Context: an optimization exercise on an open-source flow, tuned for small area, a short achievable clock period and few clock cycles per item. The choices shown serve that exercise and are no tape-out recipe.
Function was not checked in any run shown here: the RTL went through the layout flow alone.

[flow/run.sh]
#!/bin/bash
# synth_recipe.tcl (not shown) runs the flow's synth.tcl, then flattens the netlist and writes it again
# the make line also repeats each setting of config.mk as NAME=value (left out here)
make -C /OpenROAD-flow-scripts/flow DESIGN_CONFIG=/design/flow/config.mk WORK_HOME=/design/flow/orfs CLKGATE_MAP_FILE= SYNTH_SCRIPT=/design/flow/synth_recipe.tcl finish
[flow/config.mk]
export PLATFORM = sky130hd
export DESIGN_NAME = aes_core
export DESIGN_NICKNAME = aes_core
export VERILOG_FILES = /design/flow/design.v
export SDC_FILE = /design/flow/constraint.sdc
export NUM_CORES = 8
export LEC_CHECK = 0
export ABC_AREA = 0
export CAP_MARGIN = 20
export CORE_MARGIN = 2
export CORE_UTILIZATION = 25
export SLEW_MARGIN = 20
export SYNTH_HIERARCHICAL = 1
[flow/design.v]
module aes_sbox_top (input wire [7:0] in, output wire [3:0] inv);
    wire T1, T2, T3, T4, T5, T6, T7, T8, T9, T10;
    wire T11, T12, T13, T14, T15, T16, T17, T18, T19, T20;
    wire T21, T22, T23, T24, T25, T26, T27, M1, M2, M3;
    wire M4, M5, M6, M7, M8, M9, M10, M11, M12, M13;
    wire M14, M15, M16, M17, M18, M19, M20, M21, M22, M23;
    wire M24, M25, M26, M27, M28, M29, M30, M31, M32, M33;
    wire M34, M35, M36;
    aes_g_xor g0 (.a(in[7]), .b(in[4]), .y(T1));
    aes_g_xor g1 (.a(in[7]), .b(in[2]), .y(T2));
    aes_g_xor g2 (.a(in[7]), .b(in[1]), .y(T3));
    aes_g_xor g3 (.a(in[4]), .b(in[2]), .y(T4));
    aes_g_xor g4 (.a(in[3]), .b(in[1]), .y(T5));
    aes_g_xor g5 (.a(T1), .b(T5), .y(T6));
    aes_g_xor g6 (.a(in[6]), .b(in[5]), .y(T7));
    aes_g_xor g7 (.a(in[0]), .b(T6), .y(T8));
    aes_g_xor g8 (.a(in[0]), .b(T7), .y(T9));
    aes_g_xor g9 (.a(T6), .b(T7), .y(T10));
    aes_g_xor g10 (.a(in[6]), .b(in[2]), .y(T11));
    aes_g_xor g11 (.a(in[5]), .b(in[2]), .y(T12));
    aes_g_xor g12 (.a(T3), .b(T4), .y(T13));
    aes_g_xor g13 (.a(T6), .b(T11), .y(T14));
    aes_g_xor g14 (.a(T5), .b(T11), .y(T15));
    aes_g_xor g15 (.a(T5), .b(T12), .y(T16));
    aes_g_xor g16 (.a(T9), .b(T16), .y(T17));
    aes_g_xor g17 (.a(in[4]), .b(in[0]), .y(T18));
    aes_g_xor g18 (.a(T7), .b(T18), .y(T19));
    aes_g_xor g19 (.a(T1), .b(T19), .y(T20));
    aes_g_xor g20 (.a(in[1]), .b(in[0]), .y(T21));
    aes_g_xor g21 (.a(T7), .b(T21), .y(T22));
    aes_g_xor g22 (.a(T2), .b(T22), .y(T23));
    aes_g_xor g23 (.a(T2), .b(T10), .y(T24));
    aes_g_xor g24 (.a(T20), .b(T17), .y(T25));
    aes_g_xor g25 (.a(T3), .b(T16), .y(T26));
    aes_g_xor g26 (.a(T1), .b(T12), .y(T27));
    aes_g_nand g27 (.a(T13), .b(T6), .y(M1));
    aes_g_nand g28 (.a(T23), .b(T8), .y(M2));
    aes_g_xnor g29 (.a(T14), .b(M1), .y(M3));
    aes_g_nand g30 (.a(T19), .b(in[0]), .y(M4));
    aes_g_xor g31 (.a(M4), .b(M1), .y(M5));
    aes_g_nand g32 (.a(T3), .b(T16), .y(M6));
    aes_g_nand g33 (.a(T22), .b(T9), .y(M7));
    aes_g_xnor g34 (.a(T26), .b(M6), .y(M8));
    aes_g_nand g35 (.a(T20), .b(T17), .y(M9));
    aes_g_xor g36 (.a(M9), .b(M6), .y(M10));
    aes_g_nand g37 (.a(T1), .b(T15), .y(M11));
    aes_g_nand g38 (.a(T4), .b(T27), .y(M12));
    aes_g_xor g39 (.a(M12), .b(M11), .y(M13));
    aes_g_nand g40 (.a(T2), .b(T10), .y(M14));
    aes_g_xor g41 (.a(M14), .b(M11), .y(M15));
    aes_g_xnor g42 (.a(M3), .b(M2), .y(M16));
    aes_g_xor g43 (.a(M5), .b(T24), .y(M17));
    aes_g_xnor g44 (.a(M8), .b(M7), .y(M18));
    aes_g_xor g45 (.a(M10), .b(M15), .y(M19));
    aes_g_xor g46 (.a(M16), .b(M13), .y(M20));
    aes_g_xor g47 (.a(M17), .b(M15), .y(M21));
    aes_g_xor g48 (.a(M18), .b(M13), .y(M22));
    aes_g_xor g49 (.a(M19), .b(T25), .y(M23));
    aes_g_xor g50 (.a(M22), .b(M23), .y(M24));
    aes_g_nand g51 (.a(M22), .b(M20), .y(M25));
    aes_g_xnor g52 (.a(M21), .b(M25), .y(M26));
    aes_g_xor g53 (.a(M20), .b(M21), .y(M27));
    aes_g_xnor g54 (.a(M23), .b(M25), .y(M28));
    aes_g_nand g55 (.a(M28), .b(M27), .y(M29));
    aes_g_nand g56 (.a(M26), .b(M24), .y(M30));
    aes_g_nand g57 (.a(M20), .b(M23), .y(M31));
    aes_g_andn g58 (.a(M31), .b(M27), .y(M32));
    aes_g_xnor g59 (.a(M27), .b(M25), .y(M33));
    aes_g_nand g60 (.a(M21), .b(M22), .y(M34));
    aes_g_andn g61 (.a(M34), .b(M24), .y(M35));
    aes_g_xnor g62 (.a(M24), .b(M25), .y(M36));
    aes_g_xnor g63 (.a(M21), .b(M29), .y(inv[3]));
    aes_g_xor g64 (.a(M32), .b(M33), .y(inv[2]));
    aes_g_xnor g65 (.a(M23), .b(M30), .y(inv[1]));
    aes_g_xor g66 (.a(M35), .b(M36), .y(inv[0]));
endmodule
module aes_sbox_bot (input wire [11:0] mid, output wire [7:0] out);
    wire T1, T2, T3, T4, T5, T6, T7, T8, T9, T10;
    wire T11, T12, T13, T15, T16, T17, T18, T19, T20, T21;
    wire T22, T23, T27, M41, M42, M43, M44, M45, M46, M47;
    wire M48, M49, M50, M51, M52, M53, M54, M55, M56, M57;
    wire M58, M59, M60, M61, M62, M63, L0, L1, L2, L3;
    wire L4, L5, L6, L7, L8, L9, L10, L11, L12, L13;
    wire L14, L15, L16, L17, L18, L19, L20, L21, L22, L23;
    wire L24, L25, L26, L27, L28, L29;
    aes_g_xor g0 (.a(mid[7]), .b(mid[4]), .y(T1));
    aes_g_xor g1 (.a(mid[7]), .b(mid[2]), .y(T2));
    aes_g_xor g2 (.a(mid[7]), .b(mid[1]), .y(T3));
    aes_g_xor g3 (.a(mid[4]), .b(mid[2]), .y(T4));
    aes_g_xor g4 (.a(mid[3]), .b(mid[1]), .y(T5));
    aes_g_xor g5 (.a(T1), .b(T5), .y(T6));
    aes_g_xor g6 (.a(mid[6]), .b(mid[5]), .y(T7));
    aes_g_xor g7 (.a(mid[0]), .b(T6), .y(T8));
    aes_g_xor g8 (.a(mid[0]), .b(T7), .y(T9));
    aes_g_xor g9 (.a(T6), .b(T7), .y(T10));
    aes_g_xor g10 (.a(mid[6]), .b(mid[2]), .y(T11));
    aes_g_xor g11 (.a(mid[5]), .b(mid[2]), .y(T12));
    aes_g_xor g12 (.a(T3), .b(T4), .y(T13));
    aes_g_xor g13 (.a(T5), .b(T11), .y(T15));
    aes_g_xor g14 (.a(T5), .b(T12), .y(T16));
    aes_g_xor g15 (.a(T9), .b(T16), .y(T17));
    aes_g_xor g16 (.a(mid[4]), .b(mid[0]), .y(T18));
    aes_g_xor g17 (.a(T7), .b(T18), .y(T19));
    aes_g_xor g18 (.a(T1), .b(T19), .y(T20));
    aes_g_xor g19 (.a(mid[1]), .b(mid[0]), .y(T21));
    aes_g_xor g20 (.a(T7), .b(T21), .y(T22));
    aes_g_xor g21 (.a(T2), .b(T22), .y(T23));
    aes_g_xor g22 (.a(T1), .b(T12), .y(T27));
    aes_g_xor g23 (.a(mid[10]), .b(mid[8]), .y(M41));
    aes_g_xor g24 (.a(mid[11]), .b(mid[9]), .y(M42));
    aes_g_xor g25 (.a(mid[11]), .b(mid[10]), .y(M43));
    aes_g_xor g26 (.a(mid[9]), .b(mid[8]), .y(M44));
    aes_g_xor g27 (.a(M42), .b(M41), .y(M45));
    aes_g_nand g28 (.a(M44), .b(T6), .y(M46));
    aes_g_nand g29 (.a(mid[8]), .b(T8), .y(M47));
    aes_g_nand g30 (.a(mid[9]), .b(mid[0]), .y(M48));
    aes_g_nand g31 (.a(M43), .b(T16), .y(M49));
    aes_g_nand g32 (.a(mid[10]), .b(T9), .y(M50));
    aes_g_nand g33 (.a(mid[11]), .b(T17), .y(M51));
    aes_g_nand g34 (.a(M42), .b(T15), .y(M52));
    aes_g_nand g35 (.a(M45), .b(T27), .y(M53));
    aes_g_nand g36 (.a(M41), .b(T10), .y(M54));
    aes_g_nand g37 (.a(M44), .b(T13), .y(M55));
    aes_g_nand g38 (.a(mid[8]), .b(T23), .y(M56));
    aes_g_nand g39 (.a(mid[9]), .b(T19), .y(M57));
    aes_g_nand g40 (.a(M43), .b(T3), .y(M58));
    aes_g_nand g41 (.a(mid[10]), .b(T22), .y(M59));
    aes_g_nand g42 (.a(mid[11]), .b(T20), .y(M60));
    aes_g_nand g43 (.a(M42), .b(T1), .y(M61));
    aes_g_nand g44 (.a(M45), .b(T4), .y(M62));
    aes_g_nand g45 (.a(M41), .b(T2), .y(M63));
    aes_g_xor g46 (.a(M61), .b(M62), .y(L0));
    aes_g_xor g47 (.a(M50), .b(M56), .y(L1));
    aes_g_xor g48 (.a(M46), .b(M48), .y(L2));
    aes_g_xor g49 (.a(M47), .b(M55), .y(L3));
    aes_g_xor g50 (.a(M54), .b(M58), .y(L4));
    aes_g_xor g51 (.a(M49), .b(M61), .y(L5));
    aes_g_xnor g52 (.a(M62), .b(L5), .y(L6));
    aes_g_xnor g53 (.a(M46), .b(L3), .y(L7));
    aes_g_xor g54 (.a(M51), .b(M59), .y(L8));
    aes_g_xor g55 (.a(M52), .b(M53), .y(L9));
    aes_g_xnor g56 (.a(M53), .b(L4), .y(L10));
    aes_g_xnor g57 (.a(M60), .b(L2), .y(L11));
    aes_g_xor g58 (.a(M48), .b(M51), .y(L12));
    aes_g_xnor g59 (.a(M50), .b(L0), .y(L13));
    aes_g_xor g60 (.a(M52), .b(M61), .y(L14));
    aes_g_xnor g61 (.a(M55), .b(L1), .y(L15));
    aes_g_xnor g62 (.a(M56), .b(L0), .y(L16));
    aes_g_xnor g63 (.a(M57), .b(L1), .y(L17));
    aes_g_xnor g64 (.a(M58), .b(L8), .y(L18));
    aes_g_xnor g65 (.a(M63), .b(L4), .y(L19));
    aes_g_xor g66 (.a(L0), .b(L1), .y(L20));
    aes_g_xor g67 (.a(L1), .b(L7), .y(L21));
    aes_g_xor g68 (.a(L3), .b(L12), .y(L22));
    aes_g_xor g69 (.a(L18), .b(L2), .y(L23));
    aes_g_xor g70 (.a(L15), .b(L9), .y(L24));
    aes_g_xor g71 (.a(L6), .b(L10), .y(L25));
    aes_g_xor g72 (.a(L7), .b(L9), .y(L26));
    aes_g_xor g73 (.a(L8), .b(L10), .y(L27));
    aes_g_xor g74 (.a(L11), .b(L14), .y(L28));
    aes_g_xor g75 (.a(L11), .b(L17), .y(L29));
    aes_g_xnor g76 (.a(L6), .b(L23), .y(out[0]));
    aes_g_xnor g77 (.a(L13), .b(L27), .y(out[1]));
    aes_g_xor g78 (.a(L25), .b(L29), .y(out[2]));
    aes_g_xor g79 (.a(L20), .b(L22), .y(out[3]));
    aes_g_xor g80 (.a(L6), .b(L21), .y(out[4]));
    aes_g_xnor g81 (.a(L19), .b(L28), .y(out[5]));
    aes_g_xnor g82 (.a(L16), .b(L26), .y(out[6]));
    aes_g_xor g83 (.a(L6), .b(L24), .y(out[7]));
endmodule
module aes_mixcol (input wire [31:0] in, output wire [31:0] out);
    wire p0_0, p0_1, p0_2, p0_3, p0_4, p0_5, p0_6, p0_7, p1_0, p1_1;
    wire p1_2, p1_3, p1_4, p1_5, p1_6, p1_7, p2_0, p2_1, p2_2, p2_3;
    wire p2_4, p2_5, p2_6, p2_7, p3_0, p3_1, p3_2, p3_3, p3_4, p3_5;
    wire p3_6, p3_7, x0_1, x0_3, x0_4, q0_0, q0_1, q0_2, q0_3, q0_4;
    wire q0_5, q0_6, q0_7, x1_1, x1_3, x1_4, q1_0, q1_1, q1_2, q1_3;
    wire q1_4, q1_5, q1_6, q1_7, x2_1, x2_3, x2_4, q2_0, q2_1, q2_2;
    wire q2_3, q2_4, q2_5, q2_6, q2_7, x3_1, x3_3, x3_4, q3_0, q3_1;
    wire q3_2, q3_3, q3_4, q3_5, q3_6, q3_7;
    aes_g_xor g0 (.a(in[24]), .b(in[16]), .y(p0_0));
    aes_g_xor g1 (.a(in[25]), .b(in[17]), .y(p0_1));
    aes_g_xor g2 (.a(in[26]), .b(in[18]), .y(p0_2));
    aes_g_xor g3 (.a(in[27]), .b(in[19]), .y(p0_3));
    aes_g_xor g4 (.a(in[28]), .b(in[20]), .y(p0_4));
    aes_g_xor g5 (.a(in[29]), .b(in[21]), .y(p0_5));
    aes_g_xor g6 (.a(in[30]), .b(in[22]), .y(p0_6));
    aes_g_xor g7 (.a(in[31]), .b(in[23]), .y(p0_7));
    aes_g_xor g8 (.a(in[16]), .b(in[8]), .y(p1_0));
    aes_g_xor g9 (.a(in[17]), .b(in[9]), .y(p1_1));
    aes_g_xor g10 (.a(in[18]), .b(in[10]), .y(p1_2));
    aes_g_xor g11 (.a(in[19]), .b(in[11]), .y(p1_3));
    aes_g_xor g12 (.a(in[20]), .b(in[12]), .y(p1_4));
    aes_g_xor g13 (.a(in[21]), .b(in[13]), .y(p1_5));
    aes_g_xor g14 (.a(in[22]), .b(in[14]), .y(p1_6));
    aes_g_xor g15 (.a(in[23]), .b(in[15]), .y(p1_7));
    aes_g_xor g16 (.a(in[8]), .b(in[0]), .y(p2_0));
    aes_g_xor g17 (.a(in[9]), .b(in[1]), .y(p2_1));
    aes_g_xor g18 (.a(in[10]), .b(in[2]), .y(p2_2));
    aes_g_xor g19 (.a(in[11]), .b(in[3]), .y(p2_3));
    aes_g_xor g20 (.a(in[12]), .b(in[4]), .y(p2_4));
    aes_g_xor g21 (.a(in[13]), .b(in[5]), .y(p2_5));
    aes_g_xor g22 (.a(in[14]), .b(in[6]), .y(p2_6));
    aes_g_xor g23 (.a(in[15]), .b(in[7]), .y(p2_7));
    aes_g_xor g24 (.a(in[0]), .b(in[24]), .y(p3_0));
    aes_g_xor g25 (.a(in[1]), .b(in[25]), .y(p3_1));
    aes_g_xor g26 (.a(in[2]), .b(in[26]), .y(p3_2));
    aes_g_xor g27 (.a(in[3]), .b(in[27]), .y(p3_3));
    aes_g_xor g28 (.a(in[4]), .b(in[28]), .y(p3_4));
    aes_g_xor g29 (.a(in[5]), .b(in[29]), .y(p3_5));
    aes_g_xor g30 (.a(in[6]), .b(in[30]), .y(p3_6));
    aes_g_xor g31 (.a(in[7]), .b(in[31]), .y(p3_7));
    aes_g_xor g32 (.a(p0_0), .b(p0_7), .y(x0_1));
    aes_g_xor g33 (.a(p0_2), .b(p0_7), .y(x0_3));
    aes_g_xor g34 (.a(p0_3), .b(p0_7), .y(x0_4));
    aes_g_xor g35 (.a(in[16]), .b(p2_0), .y(q0_0));
    aes_g_xor g36 (.a(p0_7), .b(q0_0), .y(out[24]));
    aes_g_xor g37 (.a(in[17]), .b(p2_1), .y(q0_1));
    aes_g_xor g38 (.a(x0_1), .b(q0_1), .y(out[25]));
    aes_g_xor g39 (.a(in[18]), .b(p2_2), .y(q0_2));
    aes_g_xor g40 (.a(p0_1), .b(q0_2), .y(out[26]));
    aes_g_xor g41 (.a(in[19]), .b(p2_3), .y(q0_3));
    aes_g_xor g42 (.a(x0_3), .b(q0_3), .y(out[27]));
    aes_g_xor g43 (.a(in[20]), .b(p2_4), .y(q0_4));
    aes_g_xor g44 (.a(x0_4), .b(q0_4), .y(out[28]));
    aes_g_xor g45 (.a(in[21]), .b(p2_5), .y(q0_5));
    aes_g_xor g46 (.a(p0_4), .b(q0_5), .y(out[29]));
    aes_g_xor g47 (.a(in[22]), .b(p2_6), .y(q0_6));
    aes_g_xor g48 (.a(p0_5), .b(q0_6), .y(out[30]));
    aes_g_xor g49 (.a(in[23]), .b(p2_7), .y(q0_7));
    aes_g_xor g50 (.a(p0_6), .b(q0_7), .y(out[31]));
    aes_g_xor g51 (.a(p1_0), .b(p1_7), .y(x1_1));
    aes_g_xor g52 (.a(p1_2), .b(p1_7), .y(x1_3));
    aes_g_xor g53 (.a(p1_3), .b(p1_7), .y(x1_4));
    aes_g_xor g54 (.a(in[8]), .b(p3_0), .y(q1_0));
    aes_g_xor g55 (.a(p1_7), .b(q1_0), .y(out[16]));
    aes_g_xor g56 (.a(in[9]), .b(p3_1), .y(q1_1));
    aes_g_xor g57 (.a(x1_1), .b(q1_1), .y(out[17]));
    aes_g_xor g58 (.a(in[10]), .b(p3_2), .y(q1_2));
    aes_g_xor g59 (.a(p1_1), .b(q1_2), .y(out[18]));
    aes_g_xor g60 (.a(in[11]), .b(p3_3), .y(q1_3));
    aes_g_xor g61 (.a(x1_3), .b(q1_3), .y(out[19]));
    aes_g_xor g62 (.a(in[12]), .b(p3_4), .y(q1_4));
    aes_g_xor g63 (.a(x1_4), .b(q1_4), .y(out[20]));
    aes_g_xor g64 (.a(in[13]), .b(p3_5), .y(q1_5));
    aes_g_xor g65 (.a(p1_4), .b(q1_5), .y(out[21]));
    aes_g_xor g66 (.a(in[14]), .b(p3_6), .y(q1_6));
    aes_g_xor g67 (.a(p1_5), .b(q1_6), .y(out[22]));
    aes_g_xor g68 (.a(in[15]), .b(p3_7), .y(q1_7));
    aes_g_xor g69 (.a(p1_6), .b(q1_7), .y(out[23]));
    aes_g_xor g70 (.a(p2_0), .b(p2_7), .y(x2_1));
    aes_g_xor g71 (.a(p2_2), .b(p2_7), .y(x2_3));
    aes_g_xor g72 (.a(p2_3), .b(p2_7), .y(x2_4));
    aes_g_xor g73 (.a(in[0]), .b(p0_0), .y(q2_0));
    aes_g_xor g74 (.a(p2_7), .b(q2_0), .y(out[8]));
    aes_g_xor g75 (.a(in[1]), .b(p0_1), .y(q2_1));
    aes_g_xor g76 (.a(x2_1), .b(q2_1), .y(out[9]));
    aes_g_xor g77 (.a(in[2]), .b(p0_2), .y(q2_2));
    aes_g_xor g78 (.a(p2_1), .b(q2_2), .y(out[10]));
    aes_g_xor g79 (.a(in[3]), .b(p0_3), .y(q2_3));
    aes_g_xor g80 (.a(x2_3), .b(q2_3), .y(out[11]));
    aes_g_xor g81 (.a(in[4]), .b(p0_4), .y(q2_4));
    aes_g_xor g82 (.a(x2_4), .b(q2_4), .y(out[12]));
    aes_g_xor g83 (.a(in[5]), .b(p0_5), .y(q2_5));
    aes_g_xor g84 (.a(p2_4), .b(q2_5), .y(out[13]));
    aes_g_xor g85 (.a(in[6]), .b(p0_6), .y(q2_6));
    aes_g_xor g86 (.a(p2_5), .b(q2_6), .y(out[14]));
    aes_g_xor g87 (.a(in[7]), .b(p0_7), .y(q2_7));
    aes_g_xor g88 (.a(p2_6), .b(q2_7), .y(out[15]));
    aes_g_xor g89 (.a(p3_0), .b(p3_7), .y(x3_1));
    aes_g_xor g90 (.a(p3_2), .b(p3_7), .y(x3_3));
    aes_g_xor g91 (.a(p3_3), .b(p3_7), .y(x3_4));
    aes_g_xor g92 (.a(in[24]), .b(p1_0), .y(q3_0));
    aes_g_xor g93 (.a(p3_7), .b(q3_0), .y(out[0]));
    aes_g_xor g94 (.a(in[25]), .b(p1_1), .y(q3_1));
    aes_g_xor g95 (.a(x3_1), .b(q3_1), .y(out[1]));
    aes_g_xor g96 (.a(in[26]), .b(p1_2), .y(q3_2));
    aes_g_xor g97 (.a(p3_1), .b(q3_2), .y(out[2]));
    aes_g_xor g98 (.a(in[27]), .b(p1_3), .y(q3_3));
    aes_g_xor g99 (.a(x3_3), .b(q3_3), .y(out[3]));
    aes_g_xor g100 (.a(in[28]), .b(p1_4), .y(q3_4));
    aes_g_xor g101 (.a(x3_4), .b(q3_4), .y(out[4]));
    aes_g_xor g102 (.a(in[29]), .b(p1_5), .y(q3_5));
    aes_g_xor g103 (.a(p3_4), .b(q3_5), .y(out[5]));
    aes_g_xor g104 (.a(in[30]), .b(p1_6), .y(q3_6));
    aes_g_xor g105 (.a(p3_5), .b(q3_6), .y(out[6]));
    aes_g_xor g106 (.a(in[31]), .b(p1_7), .y(q3_7));
    aes_g_xor g107 (.a(p3_6), .b(q3_7), .y(out[7]));
endmodule
module aes_g_xor  (input wire a, input wire b, output wire y); assign y = a ^ b;    endmodule
module aes_g_xnor (input wire a, input wire b, output wire y); assign y = ~(a ^ b); endmodule
module aes_g_nand (input wire a, input wire b, output wire y); assign y = ~(a & b); endmodule
module aes_g_nor  (input wire a, input wire b, output wire y); assign y = ~(a | b); endmodule
module aes_g_andn (input wire a, input wire b, output wire y); assign y = ~a & b;   endmodule
module aes_core (
    input  wire         clk,
    input  wire         rst,         
    input  wire         in_valid,
    output wire         in_ready,
    input  wire         in_key256,   
    input  wire [255:0] in_key,
    input  wire [127:0] in_block,
    output reg          out_valid,
    output reg  [127:0] out_block
);
    reg  [127:0] r1;
    reg  [255:0] ka;       
    reg          v1, k1;
    reg  [3:0]   n1;       
    reg  [191:0] r2;
    reg  [47:0]  kt;       
    reg  [255:0] kb;
    reg          v2, k2;
    reg  [3:0]   n2;       
    reg          rdy;      
    reg          fre;      
    assign in_ready = rdy;
    genvar i;
    wire [191:0] mid;
    generate
        for (i = 0; i < 16; i = i + 1) begin : g_top
            aes_sbox_top u_top (.in(r1[127-8*i -: 8]), .inv(mid[191-12*i -: 4]));
            assign mid[187-12*i -: 8] = r1[127-8*i -: 8];
        end
    endgenerate
    wire        rot1 = !k1 || n1[0];
    wire [31:0] kw   = k1 ? ka[31:0] : ka[159:128];
    wire [31:0] ksrc = rot1 ? {kw[23:0], kw[31:24]} : kw;
    wire [47:0] kmid;
    generate
        for (i = 0; i < 4; i = i + 1) begin : g_ktop
            aes_sbox_top u_top (.in(ksrc[31-8*i -: 8]), .inv(kmid[47-12*i -: 4]));
            assign kmid[43-12*i -: 8] = ksrc[31-8*i -: 8];
        end
    endgenerate
    wire [127:0] sb;
    generate
        for (i = 0; i < 16; i = i + 1) begin : g_bot
            aes_sbox_bot u_bot (.mid(r2[191-12*i -: 12]), .out(sb[127-8*i -: 8]));
        end
    endgenerate
    wire [127:0] sr;
    genvar r, c;
    generate
        for (c = 0; c < 4; c = c + 1) begin : g_col
            for (r = 0; r < 4; r = r + 1) begin : g_row
                assign sr[127-8*(r+4*c) -: 8] = sb[127-8*(r+4*((c+r)%4)) -: 8];
            end
        end
    endgenerate
    wire [127:0] mc;
    generate
        for (i = 0; i < 4; i = i + 1) begin : g_mix
            aes_mixcol u_mix (.in(sr[127-32*i -: 32]), .out(mc[127-32*i -: 32]));
        end
    endgenerate
    function [7:0] rcon(input [3:0] j);
        case (j)
            4'd1: rcon = 8'h01; 4'd2: rcon = 8'h02; 4'd3: rcon = 8'h04;
            4'd4: rcon = 8'h08; 4'd5: rcon = 8'h10; 4'd6: rcon = 8'h20;
            4'd7: rcon = 8'h40; 4'd8: rcon = 8'h80; 4'd9: rcon = 8'h1b;
            4'd10: rcon = 8'h36; default: rcon = 8'h00;
        endcase
    endfunction
    wire         rot2 = !k2 || n2[0];
    wire [3:0]   rci  = k2 ? {1'b0, n2[3:1]} + 4'd1 : n2;
    wire [7:0]   rc   = rot2 ? rcon(rci) : 8'h00;
    wire [31:0]  t;
    generate
        for (i = 0; i < 4; i = i + 1) begin : g_kbot
            aes_sbox_bot u_bot (.mid(kt[47-12*i -: 12]), .out(t[31-8*i -: 8]));
        end
    endgenerate
    wire [127:0] kh = kb[255:128];
    wire [127:0] kl = kb[127:0];
    wire [31:0]  h0r, h01, h23;
    wire [127:0] ex;
    generate
        for (i = 0; i < 32; i = i + 1) begin : g_kx
            if (i >= 24)
                aes_g_xor u_r (.a(kh[96+i]), .b(rc[i-24]), .y(h0r[i]));
            else
                assign h0r[i] = kh[96+i];
            aes_g_xor u_01 (.a(h0r[i]),  .b(kh[64+i]), .y(h01[i]));
            aes_g_xor u_23 (.a(kh[32+i]), .b(kh[i]),   .y(h23[i]));
            aes_g_xor u_w0 (.a(h0r[i]),  .b(t[i]),     .y(ex[96+i]));
            aes_g_xor u_w1 (.a(h01[i]),  .b(t[i]),     .y(ex[64+i]));
            aes_g_xor u_w2 (.a(ex[64+i]), .b(kh[32+i]), .y(ex[32+i]));
            aes_g_xor u_w3 (.a(ex[64+i]), .b(h23[i]),  .y(ex[i]));
        end
    endgenerate
    wire [127:0] rk = k2 ? kl : ex;
    wire [127:0] nx, ct, x0;
    generate
        for (i = 0; i < 128; i = i + 1) begin : g_ark
            aes_g_xor u_nx (.a(mc[i]), .b(rk[i]), .y(nx[i]));
            aes_g_xor u_ct (.a(sr[i]), .b(rk[i]), .y(ct[i]));
            aes_g_xor u_x0 (.a(in_block[i]), .b(in_key[128+i]), .y(x0[i]));
        end
    endgenerate
    wire         last2 = n2 == (k2 ? 4'd14 : 4'd10);
    wire         last1 = n1 == (k1 ? 4'd14 : 4'd10);
    wire         accept = in_valid && rdy;
    wire         v1n = fre ? accept : v2;
    wire         k1n = fre ? in_key256 : k2;
    wire [3:0]   n1n = fre ? 4'd1 : n2 + 4'd1;
    always @(posedge clk) begin
        r2 <= mid;
        kt <= kmid;
        kb <= ka;
        k2 <= k1;
        n2 <= n1;
        r1 <= fre ? x0 : nx;
        ka <= fre ? in_key : {rk, ex};
        k1 <= k1n;
        n1 <= n1n;
        out_block <= ct;
        if (rst) begin
            v1 <= 1'b0;
            v2 <= 1'b0;
            out_valid <= 1'b0;
            fre <= 1'b1;
            rdy <= 1'b1;
        end else begin
            v1 <= v1n;
            v2 <= v1;
            out_valid <= v2 && last2;
            fre <= !v1 || last1;
            rdy <= (!v1 || last1) && (!v1n || !k1n || n1n >= 4'd5);
        end
    end
endmodule
[flow/constraint.sdc]
create_clock -name core_clock -period 10.0 [get_ports {clk}]
set_input_delay 2.0000 -clock core_clock [delete_from_list [all_inputs] [get_ports {clk}]]
set_output_delay 2.0000 -clock core_clock [all_outputs]
set_load 0.01 [all_outputs]
==> flow_summary.ini, run 1 <==
[run_status]
status = no timing/DRC/antenna violations

[setup_path]
crit_required_ns = 10.63
timing.rr.start = kt[42]
startpoint_type = register
rrSetupSlack_ns = 5.01
critical_path_arrival_ns = 5.62
r2r_cells = 13
critPathMaxFanout = 4
path_class = register to register
worst_setup_path_end_kind = register
r2r-end = r1[63]

[timing]
max_freq_mhz = 200
worst_pin_slew_ns = 1.27
period_needed_ns = 4.99
finalSetupViolCount = 0
period_share_pct = 49.9
drv_slew = 0
relSlewSlack_pct = 15.1
rsz0062_at_grt = false
hold_viol = 0
setup_tns_ns = 0
skew_ns = 0.0489

[grt]
grt-ovfl-total = 0
globalRouteTotalUtil_pct = 17.7
grt_pass1_wl_um = 307000
grt_max_degree = 137
grt_pass1_vias = 41300
grt_antenna_before_repair = 49

[floorplan]
start_util_pct = 25.1
die_w_um = 496
fp.dieArea_sq_um = 246000
ios = 518
rows = 180
design.core.area_sq_um = 241000
die_h_um = 496

[clock_tree]
postCtsSetupBuffers = 0
cts.sinks = 1023
hold_buffers = 0
htreeDepth = 3
numCtsBuffers = 112
ctsResizeCount = 0
cts.clk_slew.worst_paths_ns = 0.06
cts-root-buf = clkbuf_16
clk_latency_ns = 0.78
cts_tree = built
cts_buffer_depth = 3

[placed_design]
gp_congestion = 0.930
hpwl_um = 189000
dpl_cell_area_sq_um = 69500
io_buffers = 517

[finish]
fill_cells = 24800
seqCellArea_sq_um = 20500
final_cell_mix = 2865 x xor2_1, 1019 x dfxtp_1, 647 x nand2_1, 517 x clkdlybuf4s50_1, 481 x xnor2_1
multi_input_area_sq_um = 39600
drive_gt1_share_pct = 12.3
fin_area_sq_um = 73500
final_common_cell = xor2_1
fin_nets = 6784
areaGrowthSynthToFinish_pct = 21.7

[route]
viasPerCell = 4.16
drc = 0
wl_um = 225000
first_pass_iters = 5
route.detailed.wl_per_inst_um = 23.2
vias = 40300
drt_iter0_markers = 2607
ant_nets = 0

[synth]
ys.flop_type = dfxtp_1
synth_cells = 5802
ys_seq_area_share_pct = 33.9
synthesis.area_sq_um = 60400
ys_warn_count = 7
yosys_register_bits = 1023
async_reset_ff_share_pct = 0
synth_cell_types = 33
syn_avg_cell_area_sq_um = 10.4
syn_nets = 6197
synth_edf_count = 0

[hold_path]
holdPathEnd = kb[76]
hp-class = register to register
min_path_cells = 0
min_from = ka[76]

[flow_run]
maxCapViolCount = 0
==> cell usage after synthesis (all sizes together), types with 2 or more instances <==
master | number | area share [%]
inv | 5 | 0.031
nand2b | 2 | 0.021
mux2i | 34 | 0.56
o21ai | 3 | 0.025
xnor2 | 481 | 7.0
nor2 | 40 | 0.25
buf | 63 | 0.64
nand3 | 2 | 0.017
nor2b | 44 | 0.95
ha | 7 | 0.14
clkbuf | 9 | 0.056
nand2 | 647 | 4.0
a21oi | 36 | 0.30
dfxtp | 1023 | 34
a32o | 2 | 0.033
mux2 | 513 | 10
xor2 | 2880 | 42
==> registers in the layout, indices dropped and copies added, names as in the netlist <==
register,flops
n1,4
rdy,1
r1,128
v2,1
kt,48
k2,1
ka,256
n2,4
r2,192
fre,1
k1,1
out_valid,1
v1,1
kb,256
out_block,128
==> how the worst max path moves through the flow <==
stage	from	slack [ns]	depth (start not counted)	endpoint
after global placement	r2[17]	5.17	13	r1[71]
after global routing	r2[17]	4.98	13	r1[95]
after detailed placement	kt[42]	5.24	13	r1[63]
final	kt[42]	5.01	13	r1[63]
after CTS	r2[17]	5.18	13	r1[71]
after floorplan	k1	6.33	14	kt[20]
==> final cells by class <==
class	instances	area share, %
multi-input cells	4702	53.9
well taps	3185	5.42
clock inverters	68	1.14
repair buffers	545	7.38
diodes	19	0.0647
inverters	5	0.0255
flip-flops and latches	1023	27.9
clock buffers	140	4.22
==> modules after synthesis (local to each module, per instance), excerpt <==
module	cell area, sq um	flops+latches	cells inside
aes_g_nand	3.75	0	1
aes_g_xnor	8.76	0	1
aes_g_andn	13.8	0	1
aes_core	28100	1023	1766
aes_g_xor	8.76	0	1
==> per-stage QoR <==
stage | instances | hold slack, ns | setup WS [ns] | utilization (%)
after global routing | 9675 | 0.318 | 4.98 | 30.5
after global placement | 9460 | 0.310 | 5.17 | 28.9
after floorplan | 5802 | 0.310 | 6.33 | -
final | 9687 | 0.309 | 5.01 | 30.6
after detailed placement | 9460 | 0.312 | 5.24 | 28.9
after CTS | 9668 | 0.293 | 5.18 | 30.5
==> metal layers <==
metal | wire length [um] | vias up | global-route usage, %
met5 | 71 | - | 0
met3 | 12400 | 288 | 2.58
li1 | - | 19400 | -
met1 | 102000 | 19400 | 23.9
met4 | 10900 | 10 | 8.01
met2 | 99100 | 1226 | 27.8
==> cell families after synthesis <==
group | count (synthesis) | share of synthesized area, %
muxes | 547 | 10.7
adders and majority gates | 7 | 0.145
AOI/OAI and AO/OA | 49 | 0.468
buffers and inverters | 77 | 0.727
xor gates and xnor gates | 3361 | 48.7
and+or+nand+nor | 738 | 5.29
DFF | 1023 | 33.9
==> critical path, cell delays in order, from the launching register on <==
cell     delay, ns
dfxtp_1       0.40
xor2_1        0.46
xor2_1        0.34
xor2_1        0.20
nand2_1       0.13
xor2_1        0.46
xnor2_1       0.19
xor2_1        0.19
xor2_1        0.43
xor2_2        0.92
xor2_1        0.27
mux2_4        0.38
xor2_1        0.17
mux2_2        0.28
==> run 2, diff against run 1 <==
==> flow/flow/run.sh (new file) <==
#!/bin/bash
# Standard layout, with plain buf_1 cells as the port buffers.
set -euo pipefail
bash standard.sh BUFFER_PORTS_ARGS="-buffer_cell sky130_fd_sc_hd__buf_1" finish > standard_flow.log 2>&1
==> flow/standard.sh (new file) <==
#!/bin/bash
# synth_recipe.tcl (not shown) runs the flow's synth.tcl, then flattens the netlist and writes it again
# the make line also repeats each setting of config.mk as NAME=value (left out here)
make -C /OpenROAD-flow-scripts/flow DESIGN_CONFIG=/design/flow/config.mk WORK_HOME=/design/flow/orfs CLKGATE_MAP_FILE= SYNTH_SCRIPT=/design/flow/synth_recipe.tcl "${@:-finish}"
removed: flow/run.sh
==> flow_summary.ini, run 2 <==
[run_status]
status = no timing/DRC/antenna violations

[setup_path]
critical_path_arrival_ns = 5.45
timing.rr.start = kt[43]
worst_setup_path_end_kind = register
crit_required_ns = 10.63
slowest_delay_ns = 0.98
crit_path_frequent_cell = xor2_1
r2r-end = r1[58]
r2r_cells = 13
critPathMaxFanout = 4
path_class = register to register
cp_cell_sequence = xor2_1 -> xor2_1 -> xor2_1 -> nand2_1 -> xor2_1 -> xnor2_1 -> xor2_1 -> xor2_1 -> xor2_2 -> xor2_1 -> mux2_4 -> xor2_1 -> mux2_2
cp_slowest_cell = xor2_2
startpoint_type = register
rrSetupSlack_ns = 5.19

[clock_tree]
ctsResizeCount = 0
numCtsBuffers = 112
htreeDepth = 3
cts.clk_slew.worst_paths_ns = 0.07
cts_tree = built
cts.sinks = 1023
cts_buffer_depth = 3
postCtsSetupBuffers = 0
clk_latency_ns = 0.80
hold_buffers = 0
cts-root-buf = clkbuf_16

[synth]
synth_cell_types = 33
synthAdderAreaFrac_pct = 0.145
synth_cells = 5802
yosysMostFrequentCell = xor2_1
async_reset_ff_share_pct = 0
synth_top_area_cell = xor2_1
ys_warn_count = 7
synthesis.area_sq_um = 60400
synth_edf_count = 0
synthTopCellsByCount = 2880 x xor2_1, 1023 x dfxtp_1, 647 x nand2_1
synth_top_family_by_area = XOR/XNOR gates
synth_area_leaders = xor2_1 42%, dfxtp_1 34%, mux2_2 7.7%, xnor2_1 7.0%, nand2_1 4.0%
synth-simple-area-share_pct = 5.29
ys_seq_area_share_pct = 33.9
syn_avg_cell_area_sq_um = 10.4
yosys.area.top_type_share_pct = 41.8
syn_nets = 6197
synth_mux_area_share_pct = 10.7
yosys_register_bits = 1023
ys.flop_type = dfxtp_1
yosys.area_share.xor_xnor_pct = 48.7
synth_compound_area_share_pct = 0.468

[floorplan]
start_util_pct = 25.1
fp.dieArea_sq_um = 246000
die_h_um = 496
ios = 518
design.core.area_sq_um = 241000
die_w_um = 496
rows = 180

[timing]
setup_tns_ns = 0
finalSetupViolCount = 0
rsz0062_at_grt = false
relSlewSlack_pct = 15.6
drv_slew = 0
period_share_pct = 48.1
hold_viol = 0
worst_pin_slew_ns = 1.26
period_needed_ns = 4.81
max_freq_mhz = 208
skew_ns = 0.0697
whs_ns = 0.289

[route]
topRoutingLayerUsed = met5
wl_met1_um = 104000
route.detailed.wl_per_inst_um = 23.2
vias = 40500
first_pass_iters = 5
viasPerCell = 4.18
wl_um = 225000
met2_length_um = 101000
drc = 0
drt_iter0_markers = 2940
dr_wl_met3_um = 12200
ant_nets = 0

[finish]
final_cell_mix = 2870 x xor2_1, 1019 x dfxtp_1, 647 x nand2_1, 517 x buf_1, 481 x xnor2_1
multi_input_area_sq_um = 39600
final_common_cell = xor2_1
fin_area_sq_um = 70300
areaGrowthSynthToFinish_pct = 16.3
fin_nets = 6792
drive_gt1_share_pct = 12.2
final_cells = 9692
top_regs = ka x256, kb x256, r2 x192
seqCellArea_sq_um = 20500
fill_cells = 25200

[hold_path]
min_path_cells = 0
hp-class = register to register
min_from = ka[92]
holdPathEnd = kb[92]

[grt]
grt_pass1_wl_um = 308000
globalRouteTotalUtil_pct = 17.8
grt_max_degree = 152
grt_antenna_before_repair = 42
grt-ovfl-total = 0
grt_pass1_vias = 41000

[placed_design]
dpl_cell_area_sq_um = 66300
io_buffers = 517
gp_congestion = 0.926
dp.cells = 9468
hpwl_um = 191000

[flow_run]
maxCapViolCount = 0
## run 2: cell types whose count changed in the layout (fill, tap and decap cells not counted), sizes merged
cell	delta
buf	+525
bufinv	-3
clkbuf	+16
clkdlybuf4s50	-517
clkinv	-8
clkinvlp	+4
diode	-4
inv	-8
## run 2: worst max-delay path, delay by kind of cell, from the launching register on
kind                      cells  cell delay (ns)
DFF                           1             0.44
and+or+nand+nor               1             0.09
xor gates and xnor gates     10             3.45
muxes                         2             0.66
## run 2: worst max-delay path by stage
stage           start     end  slack [ns]  cells past startpoint
5_1_grt        kt[42]  r1[58]        5.06                     13
2_1_floorplan      k1  kt[20]        6.33                     14
3_5_place_dp   r2[18]  r1[76]        5.33                     13
3_3_place_gp    kt[4]   r1[1]        5.31                     13
6_report       kt[43]  r1[58]        5.19                     13
4_1_cts        r2[18]  r1[76]        5.28                     13
## run 2: cell type report
cell class                 count  share of cell area, %
sequential                  1023                   29.2
inverter                       5                 0.0267
tap                         3185                   5.67
clock buffer                 156                   4.55
timing repair buffer         553                   3.16
clock inverter                53                   1.03
antenna                       15                 0.0534
multi-input combinational   4702                   56.3
## run 2: metal layers
layer / vias to the layer above / GRT usage [%]
li1: 19400 / -
met1: 19600 / 24.5
met5: - / 0
met4: 12 / 6.15
met3: 255 / 2.48
met2: 1240 / 28.3
## run 2: stage by stage
step	util [%]	worst slack, ns
after global routing	29.2	5.06
after CTS	29.2	5.28
after detailed placement	27.6	5.33
after global placement	27.6	5.31
after floorplan	-	6.33
final	29.2	5.19
## run 2: cell families (layout without fill, tap and decap cells)
logic type,after synthesis,count (layout)
DFF,1023,1023
other,0,15
xor gates and xnor gates,3361,3361
and+or+nand+nor,738,738
buffers and inverters,77,767
muxes,547,547
AOI/OAI and AO/OA,49,49
adders and majority gates,7,7
## run 2: modules after synthesis, one instance, submodules excluded, a selection
module / flip-flops and latches / times used / cells inside / area [sq um]
aes_core: 1023 / 1 / 1766 / 28100
aes_g_xnor: 0 / 480 / 1 / 8.76
aes_g_andn: 0 / 40 / 1 / 13.8
aes_g_xor: 0 / 2876 / 1 / 8.76
aes_g_nand: 0 / 640 / 1 / 3.75
==> run 3, diff against run 2 <==
==> flow/flow/run.sh (replaced) <==
#!/bin/bash
# Standard layout, with plain buf_1 cells as the port buffers and timing
# repair aimed 6 ns below the clock period.
set -euo pipefail
bash standard.sh BUFFER_PORTS_ARGS="-buffer_cell sky130_fd_sc_hd__buf_1" SETUP_SLACK_MARGIN=6 finish > standard_flow.log 2>&1
==> flow_summary.ini, run 3 <==
[timing]
drv_slew = 0
rsz0062_at_grt = true
skew_ns = 0.0693
period_share_pct = 39.7
relSlewSlack_pct = 25.9
period_needed_ns = 3.97
max_freq_mhz = 252
finalSetupViolCount = 0
setup_tns_ns = 0
worst_pin_slew_ns = 1.11
hold_viol = 0

[floorplan]
die_w_um = 496
fp.dieArea_sq_um = 246000
die_h_um = 496
start_util_pct = 25.1
ios = 518
rows = 180
design.core.area_sq_um = 241000

[flow_run]
maxCapViolCount = 0

[setup_path]
critPathMaxFanout = 4
startpoint = kt[37]
worst_setup_path_end_kind = register
path_class = register to register
timing.rr.start = kt[37]
crit_required_ns = 10.59
critical_path_arrival_ns = 4.56
startpoint_type = register

[route]
ant_nets = 0
route.detailed.wl_per_inst_um = 23.3
vias = 41200
wl_um = 229000
viasPerCell = 4.19
first_pass_iters = 7
drt_iter0_markers = 3127
drc = 0

[finish]
multi_input_area_sq_um = 42900
drive_gt1_share_pct = 19.5
final_cells = 9830
areaGrowthSynthToFinish_pct = 23.9
final_cell_mix = 2617 x xor2_1, 1018 x dfxtp_1, 647 x nand2_1, 517 x buf_1, 413 x mux2_2
seqCellArea_sq_um = 20500
fin_nets = 6932
top_regs = ka x256, kb x256, r2 x192
final_common_cell = xor2_1
fill_cells = 24800

[synth]
syn_nets = 6197
synthTopCellsByCount = 2880 x xor2_1, 1023 x dfxtp_1, 647 x nand2_1
yosys_register_bits = 1023
ys_warn_count = 7
yosys.area.top_type_share_pct = 41.8
syn_avg_cell_area_sq_um = 10.4
ys_seq_area_share_pct = 33.9
yosysMostFrequentCell = xor2_1
synth_edf_count = 0
async_reset_ff_share_pct = 0
ys.flop_type = dfxtp_1
synth_cell_types = 33
synthesis.area_sq_um = 60400
synth_top_area_cell = xor2_1
synth_cells = 5802
synth_area_leaders = xor2_1 42%, dfxtp_1 34%, mux2_2 7.7%, xnor2_1 7.0%, nand2_1 4.0%

[clock_tree]
clk_latency_ns = 0.80
cts_buffer_depth = 3
cts.sinks = 1023
cts_tree = built
numCtsBuffers = 112
htreeDepth = 3
cts-root-buf = clkbuf_16
cts.clk_slew.worst_paths_ns = 0.06

[placed_design]
gp_congestion = 0.926
dp.cells = 9468
hpwl_um = 191000
io_buffers = 517

[grt]
globalRouteTotalUtil_pct = 17.9
grt_pass1_vias = 41500
grt_antenna_before_repair = 34
grt_max_degree = 152
grt_pass1_wl_um = 311000
grt-ovfl-total = 0

[hold_path]
hp-class = register to register
min_from = ka[92]

[run_status]
status = no timing/DRC/antenna violations
-- run 3: final timing paths --
check	end	slack (ns)	depth (start not counted)
max	out_block[63]	6.03	13
max reg2reg	out_block[63]	6.03	13
min	kb[92]	0.29	0
min reg2reg	kb[92]	0.29	0
-- run 3: what timing repair did --
action / in CTS / in global routing
buffers inserted: 51 / 89
setup endpoints to repair: 263 / 184
hold buffers: 0 / 0
gates resized for setup: 201 / 225
pin swaps: 29 / 69
-- run 3: per-module statistics from Yosys (local to each module, per instance), excerpt --
| module | cells | flip-flops and latches | copies in the design | cell area (sq um) |
|---|---|---|---|---|
| aes_core | 1766 | 1023 | 1 | 28100 |
| aes_g_andn | 1 | 0 | 40 | 13.8 |
| aes_g_xnor | 1 | 0 | 480 | 8.76 |
| aes_g_xor | 1 | 0 | 2876 | 8.76 |
| aes_g_nand | 1 | 0 | 640 | 3.75 |
-- run 3: layer usage --
layer	GRT usage (%)	routed length, um	up-vias	part of all wire [%]
met1	24.7	103000	20200	45
met5	0	61	-	0.027
met2	28.6	104000	1319	45
met3	2.33	13000	252	5.7
li1	-	-	19400	-
met4	6.44	9020	8	3.9
-- run 3: critical path: stages (launching register included) --
cell and delay (ns):
dfxtp_1 0.50, xor2_1 0.24, xor2_1 0.29, xor2_1 0.18, nand2_1 0.15, xor2_2 0.32
xnor2_1 0.18, xor2_1 0.20, xor2_1 0.24, xor2_1 0.24, buf_4 0.27, xor2_1 0.28
mux2_4 0.25, xor2_1 0.43
-- run 3: layout make-up --
cell class,count,share of cell area [%]
Inverter,5,0.0251
Antenna cell,13,0.0435
Clock buffer,156,4.27
Timing Repair Buffer,693,4.71
Clock inverter,53,0.971
Tap cell,3185,5.32
Multi-Input combinational cell,4702,57.3
Sequential cell,1023,27.4
-- run 3: logic make-up after synthesis --
kind of cell	synth area share (%)
xor gates and xnor gates	48.7
DFF	33.9
and+or+nand+nor	5.29
muxes	10.7
buffers and inverters	0.727
AOI/OAI and AO/OA	0.468
adders and majority gates	0.145
-- run 3: through the flow --
step           utilization (%)  setup WS, ns  hold WS, ns  area [sq um]
6_report                  31.1          6.03        0.288         74800
5_1_grt                   31.1          5.91        0.295         74800
4_1_cts                   30.1          5.90        0.295         72300
3_5_place_dp              27.6          5.33        0.312         66300
3_3_place_gp              27.6          5.31        0.310         66300
2_1_floorplan                -          6.33        0.310         60400

==> what the ideal ports hide <==
How much do the figures lean on ideal ports? The routed layouts below were timed once more, with nothing changed but the port constraints. Step 1 sets driving cells, clkbuf_16 on the clock port and buf_2 on the other inputs (assumed; they add their load-dependent delay and slew). Step 2, shift: input delay + t, output delay - t, t = (earliest + latest rising clock arrival at the registers) / 2. This alone moves slack from input paths to output paths. a / b / c = ideal ports / drivers / drivers and shift; a / b = the first two.
run	shift t [ns]	setup slack, ns	worst hold slack (ns)	clock arrival spread, ns	worst slew at a driven data input, ns
run 1	0.844	5.012 / 5.012 / 5.012	0.309 / 0.309 / 0.309	0.050 / 0.050	0.22
run 2	0.861	5.186 / 5.186 / 5.186	0.289 / 0.289 / 0.289	0.071 / 0.071	0.20
run 3	0.859	6.027 / 6.027 / 6.027	0.288 / 0.288 / 0.288	0.074 / 0.074	0.21
After both steps setup and hold are still met in every run listed.
